What follows belongs to an exercise in optimizing a design on an open flow for small area, a short achievable clock period and few clock cycles per item; a production flow would make more cautious choices. Where RTL was checked, it was by simulation tests only, not by an equivalence proof against the original.

==> module cell_check, before the edit <==
module cell_check (
    input  wire        clk,
    input  wire        rst,
    input  wire        in_valid,
    output wire        in_ready,
    input  wire [31:0] in_data,      
    input  wire [3:0]  in_stream,    
    output reg         res_valid,    
    output reg  [1:0]  res_kind,     
    output reg  [3:0]  res_stream,
    output reg  [15:0] res_lost      
);
    localparam [31:0] POLY_R = 32'hEDB8_8320;    
    localparam [31:0] HC     = 32'h76AD_8866;
    localparam [1023:0] FM = {32'h826880EF, 32'hC35CC098, 32'hE3C6E0A3, 32'h71E37051, 32'hBA9938C7, 32'hDF241C8C, 32'h6F920E46, 32'hB5A187CC, 32'hD8B84309, 32'h6C5C2184, 32'hB446902D, 32'hD84BC8F9, 32'hEE4D6493, 32'h7726B249, 32'h3B935924, 32'h1DC9AC92, 32'h8C8C56A6, 32'h46462B53, 32'h232315A9, 32'h11918AD4, 32'h08C8C56A, 32'h046462B5, 32'h805AB1B5, 32'hC245D835, 32'h6122EC1A, 32'h3091760D, 32'h9A203BE9, 32'h4D101DF4, 32'h26880EFA, 32'h1344077D, 32'h09A203BE, 32'h04D101DF};
    function [31:0] crc_shift32;
        input [31:0] x;
        integer j;
        begin
            for (j = 0; j < 32; j = j + 1)
                crc_shift32[j] = ^(x & FM[32*j +: 32]);
        end
    endfunction
    function [31:0] bswap;
        input [31:0] w;
        bswap = {w[7:0], w[15:8], w[23:16], w[31:24]};
    endfunction
    localparam [1:0] S_W0 = 2'd0,    
                     S_W1 = 2'd1,    
                     S_PRE = 2'd2,   
                     S_DAT = 2'd3;   
    reg  [1:0]  st;
    reg         rdy;
    reg  [31:0] wq;          
    reg         vq;          
    reg  [6:0]  wcnt;        
    reg  [3:0]  cs;          
    reg         idle;
    reg  [7:0]  seq_hi, seq_lo;
    reg  [31:0] crc;
    reg         dec;         
    wire        take = in_valid & rdy;
    wire [15:0] seq  = {seq_hi, seq_lo};
    wire [31:0] pfx  = {5'd0, wq[27:17], wq[7:0], in_data[31:24]};
    assign in_ready = rdy;
    always @(posedge clk) begin
        if (rdy) wq <= in_data;
        if (st == S_W1)
            crc <= ~(bswap(pfx) ^ bswap(wq));
        else if (st == S_PRE || (st == S_DAT && vq))
            crc <= crc_shift32(crc ^ bswap(wq));
        if (st == S_W1 && in_valid) begin
            cs     <= in_stream;
            seq_lo <= in_data[31:24];
        end
        if (st == S_PRE) begin
            seq_hi <= wq[7:0];
            idle   <= (wq[31:28] == 4'd0);
        end
        if (st == S_PRE)
            wcnt <= 7'd0;
        else if (take)
            wcnt <= wcnt + 7'd1;
        dec <= 1'b0;
        if (rst) begin
            st  <= S_W0;
            rdy <= 1'b0;
            vq  <= 1'b0;
        end else begin
            case (st)
            S_W0: begin
                vq <= 1'b0;
                if (take) begin
                    st  <= S_W1;
                    rdy <= 1'b0;
                end else
                    rdy <= 1'b1;
            end
            S_W1: if (in_valid) st <= S_PRE;
            S_PRE: begin
                st  <= S_DAT;
                rdy <= 1'b1;
                vq  <= 1'b1;             
            end
            default: begin
                vq <= take;
                if (take && wcnt == 7'd66) begin
                    st  <= S_W0;
                    vq  <= 1'b0;
                    dec <= 1'b1;
                end
            end
            endcase
        end
    end
    reg  [16:0] ring [0:15];
    reg  [3:0]  head;
    reg  [15:0] lseq;        
    reg         lsync;
    reg  [3:0]  lid;
    reg         dirty;       
    wire        hit   = (head == lid);
    wire        fetch = (lid != cs) && !dirty && (head == cs);
    integer k;
    always @(posedge clk) begin
        ring[0] <= hit ? {lsync & ~rst, lseq} : {ring[15][16] & ~rst, ring[15][15:0]};
        for (k = 1; k < 16; k = k + 1)
            ring[k] <= {ring[k-1][16] & ~rst, ring[k-1][15:0]};
        head <= rst ? 4'd0 : head + 4'd1;
    end
    reg  [31:0] acc;
    reg  [4:0]  hcnt;
    reg         hbusy, hdone, hdr_ok;
    reg         dq;          
    wire [15:0] delta = idle ? seq : (lsync ? (lseq ^ seq) : 16'd0);
    wire [31:0] macc  = acc[0] ? ((acc >> 1) ^ POLY_R) : (acc >> 1);
    always @(posedge clk) begin
        if (rst || dec) begin
            hbusy  <= 1'b0;
            hdone  <= 1'b0;
        end else if (!hbusy && !hdone && hdr_ok && lid == cs) begin
            hbusy <= 1'b1;
            hcnt  <= 5'd0;
        end else if (hbusy) begin
            dq   <= delta[{~hcnt[3], hcnt[2:0]}];
            acc  <= (hcnt == 5'd0) ? 32'd0 : (macc ^ (dq ? HC : 32'd0));
            hcnt <= hcnt + 5'd1;
            if (hcnt == 5'd16) begin
                hbusy <= 1'b0;
                hdone <= 1'b1;
            end
        end
        if (rst || dec)
            hdr_ok <= 1'b0;
        else if (st == S_PRE)
            hdr_ok <= 1'b1;
    end
    wire [31:0] syn    = crc ^ ~wq;            
    reg         ok_a, ok_b, dec2;
    wire [15:0] expv   = lsync ? lseq : seq;
    wire [15:0] exp1   = expv + 16'd1;
    wire [15:0] seq1   = seq + 16'd1;
    wire [15:0] nseq   = ok_a ? exp1 : seq1;
    wire        kind2  = !idle && !ok_a && ok_b;
    wire        upd    = dec2 && !idle && (ok_a || ok_b);
    always @(posedge clk) begin
        ok_a <= (syn == acc);                  
        ok_b <= (syn == 32'd0);
        dec2 <= dec & ~rst;
        if (rst) begin
            lsync <= 1'b0;
            dirty <= 1'b0;
            lid   <= 4'd0;
        end else if (upd) begin
            lseq  <= nseq;
            lsync <= 1'b1;
            dirty <= 1'b1;
        end else if (fetch) begin
            lseq  <= ring[15][15:0];
            lsync <= ring[15][16];
            lid   <= cs;
        end else if (hit)
            dirty <= 1'b0;
        res_valid  <= dec2 & ~rst;
        res_kind   <= idle ? (ok_a ? 2'd1 : 2'd3) : (ok_a ? 2'd0 : (ok_b ? 2'd2 : 2'd3));
        res_stream <= cs;
        res_lost   <= kind2 ? (seq - lseq) : 16'd0;
    end
endmodule
clock: 8.0 ns
lec_check: 0
cap_margin: 20
core_margin: 2
core_utilization: 40
slew_margin: 20
run.sh (not shown) runs the stock make flow with config.mk's settings and CLKGATE_MAP_FILE= SYNTH_SCRIPT=/design/flow/synth_recipe.tcl, a recipe that flattens the netlist after the stock synthesis.
Testbench counts at the start, summed over its fixed seeds: cycles 89,624, cells 1,280.
==> next run, changes <==
--- a/flow/design.v
+++ b/flow/design.v
@@ -46,20 +46,19 @@
     always @(posedge clk) begin
         if (rdy) wq <= in_data;
         if (st == S_W1)
             crc <= ~(bswap(pfx) ^ bswap(wq));
         else if (st == S_PRE || (st == S_DAT && vq))
             crc <= crc_shift32(crc ^ bswap(wq));
-        if (st == S_W1 && in_valid) begin
+        if (st == S_W0 && take) begin
             cs     <= in_stream;
+            seq_hi <= in_data[7:0];
+            idle   <= (in_data[31:28] == 4'd0);
+        end
+        if (st == S_W1 && in_valid)
             seq_lo <= in_data[31:24];
-        end
-        if (st == S_PRE) begin
-            seq_hi <= wq[7:0];
-            idle   <= (wq[31:28] == 4'd0);
-        end
         if (st == S_PRE)
             wcnt <= 7'd0;
         else if (take)
             wcnt <= wcnt + 7'd1;
         dec <= 1'b0;
         if (rst) begin
@@ -106,50 +105,48 @@
         ring[0] <= hit ? {lsync & ~rst, lseq} : {ring[15][16] & ~rst, ring[15][15:0]};
         for (k = 1; k < 16; k = k + 1)
             ring[k] <= {ring[k-1][16] & ~rst, ring[k-1][15:0]};
         head <= rst ? 4'd0 : head + 4'd1;
     end
     reg  [31:0] acc;
-    reg  [4:0]  hcnt;
+    reg  [3:0]  hcnt;
     reg         hbusy, hdone, hdr_ok;
-    reg         dq;          
     wire [15:0] delta = idle ? seq : (lsync ? (lseq ^ seq) : 16'd0);
+    wire        dbit  = delta[{~hcnt[3], hcnt[2:0]}];
     wire [31:0] macc  = acc[0] ? ((acc >> 1) ^ POLY_R) : (acc >> 1);
     always @(posedge clk) begin
         if (rst || dec) begin
             hbusy  <= 1'b0;
             hdone  <= 1'b0;
         end else if (!hbusy && !hdone && hdr_ok && lid == cs) begin
             hbusy <= 1'b1;
-            hcnt  <= 5'd0;
+            hcnt  <= 4'd0;
+            acc   <= 32'd0;
         end else if (hbusy) begin
-            dq   <= delta[{~hcnt[3], hcnt[2:0]}];
-            acc  <= (hcnt == 5'd0) ? 32'd0 : (macc ^ (dq ? HC : 32'd0));
-            hcnt <= hcnt + 5'd1;
-            if (hcnt == 5'd16) begin
+            acc  <= macc ^ (dbit ? HC : 32'd0);
+            hcnt <= hcnt + 4'd1;
+            if (hcnt == 4'd15) begin
                 hbusy <= 1'b0;
                 hdone <= 1'b1;
             end
         end
         if (rst || dec)
             hdr_ok <= 1'b0;
         else if (st == S_PRE)
             hdr_ok <= 1'b1;
     end
     wire [31:0] syn    = crc ^ ~wq;            
-    reg         ok_a, ok_b, dec2;
+    wire        ok_b   = (syn == 32'd0);
+    wire        ok_a   = (syn == acc);         
     wire [15:0] expv   = lsync ? lseq : seq;
     wire [15:0] exp1   = expv + 16'd1;
     wire [15:0] seq1   = seq + 16'd1;
     wire [15:0] nseq   = ok_a ? exp1 : seq1;
     wire        kind2  = !idle && !ok_a && ok_b;
-    wire        upd    = dec2 && !idle && (ok_a || ok_b);
+    wire        upd    = dec && !idle && (ok_a || ok_b);
     always @(posedge clk) begin
-        ok_a <= (syn == acc);                  
-        ok_b <= (syn == 32'd0);
-        dec2 <= dec & ~rst;
         if (rst) begin
             lsync <= 1'b0;
             dirty <= 1'b0;
             lid   <= 4'd0;
         end else if (upd) begin
             lseq  <= nseq;
@@ -158,12 +155,12 @@
         end else if (fetch) begin
             lseq  <= ring[15][15:0];
             lsync <= ring[15][16];
             lid   <= cs;
         end else if (hit)
             dirty <= 1'b0;
-        res_valid  <= dec2 & ~rst;
+        res_valid  <= dec & ~rst;
         res_kind   <= idle ? (ok_a ? 2'd1 : 2'd3) : (ok_a ? 2'd0 : (ok_b ? 2'd2 : 2'd3));
         res_stream <= cs;
         res_lost   <= kind2 ? (seq - lseq) : 16'd0;
     end
 endmodule
=> Setup slack loses 0.83 ns. Global-route usage came out higher by 1.2 points. Hold slack loses 0.0087 ns. First-iteration DRC count came out higher by 27%. Core utilization came out lower by 0.86 points. Routed wire length came out higher by 7.5%. Count of clock-buffer cells in the layout stays the same. Die area came out lower by 1.2%. Area after synthesis came out lower by 1.2%.
No functional check of the RTL was part of the second run of this note.

==> afterwards: timing with drivers on the ports <==
No port has a modelled driver above. Below, the same layouts with a new extraction and two added sets of constraints. Step 1, drivers: a clkbuf_16 drives clk and a buf_2 each remaining input, both assumed. Step 2, shift: input delay + t, output delay - t, t = (earliest + latest rising clock arrival at the registers) / 2. This alone moves slack from input paths to output paths. a / b / c = ideal ports / drivers / drivers and shift; a / b = the first two.
run	t (ns)	setup WS [ns]	slew at the worst register clock pin (ns)
the first run	0.629	4.757 / 4.756 / 4.539	0.07 / 0.07
the second run	0.621	3.925 / 3.925 / 3.925	0.06 / 0.06
After both steps setup and hold are still met in every run listed. The setup slack of the first run, which loses most, moves by -0.001 ns with the drivers and by -0.218 ns with both steps.
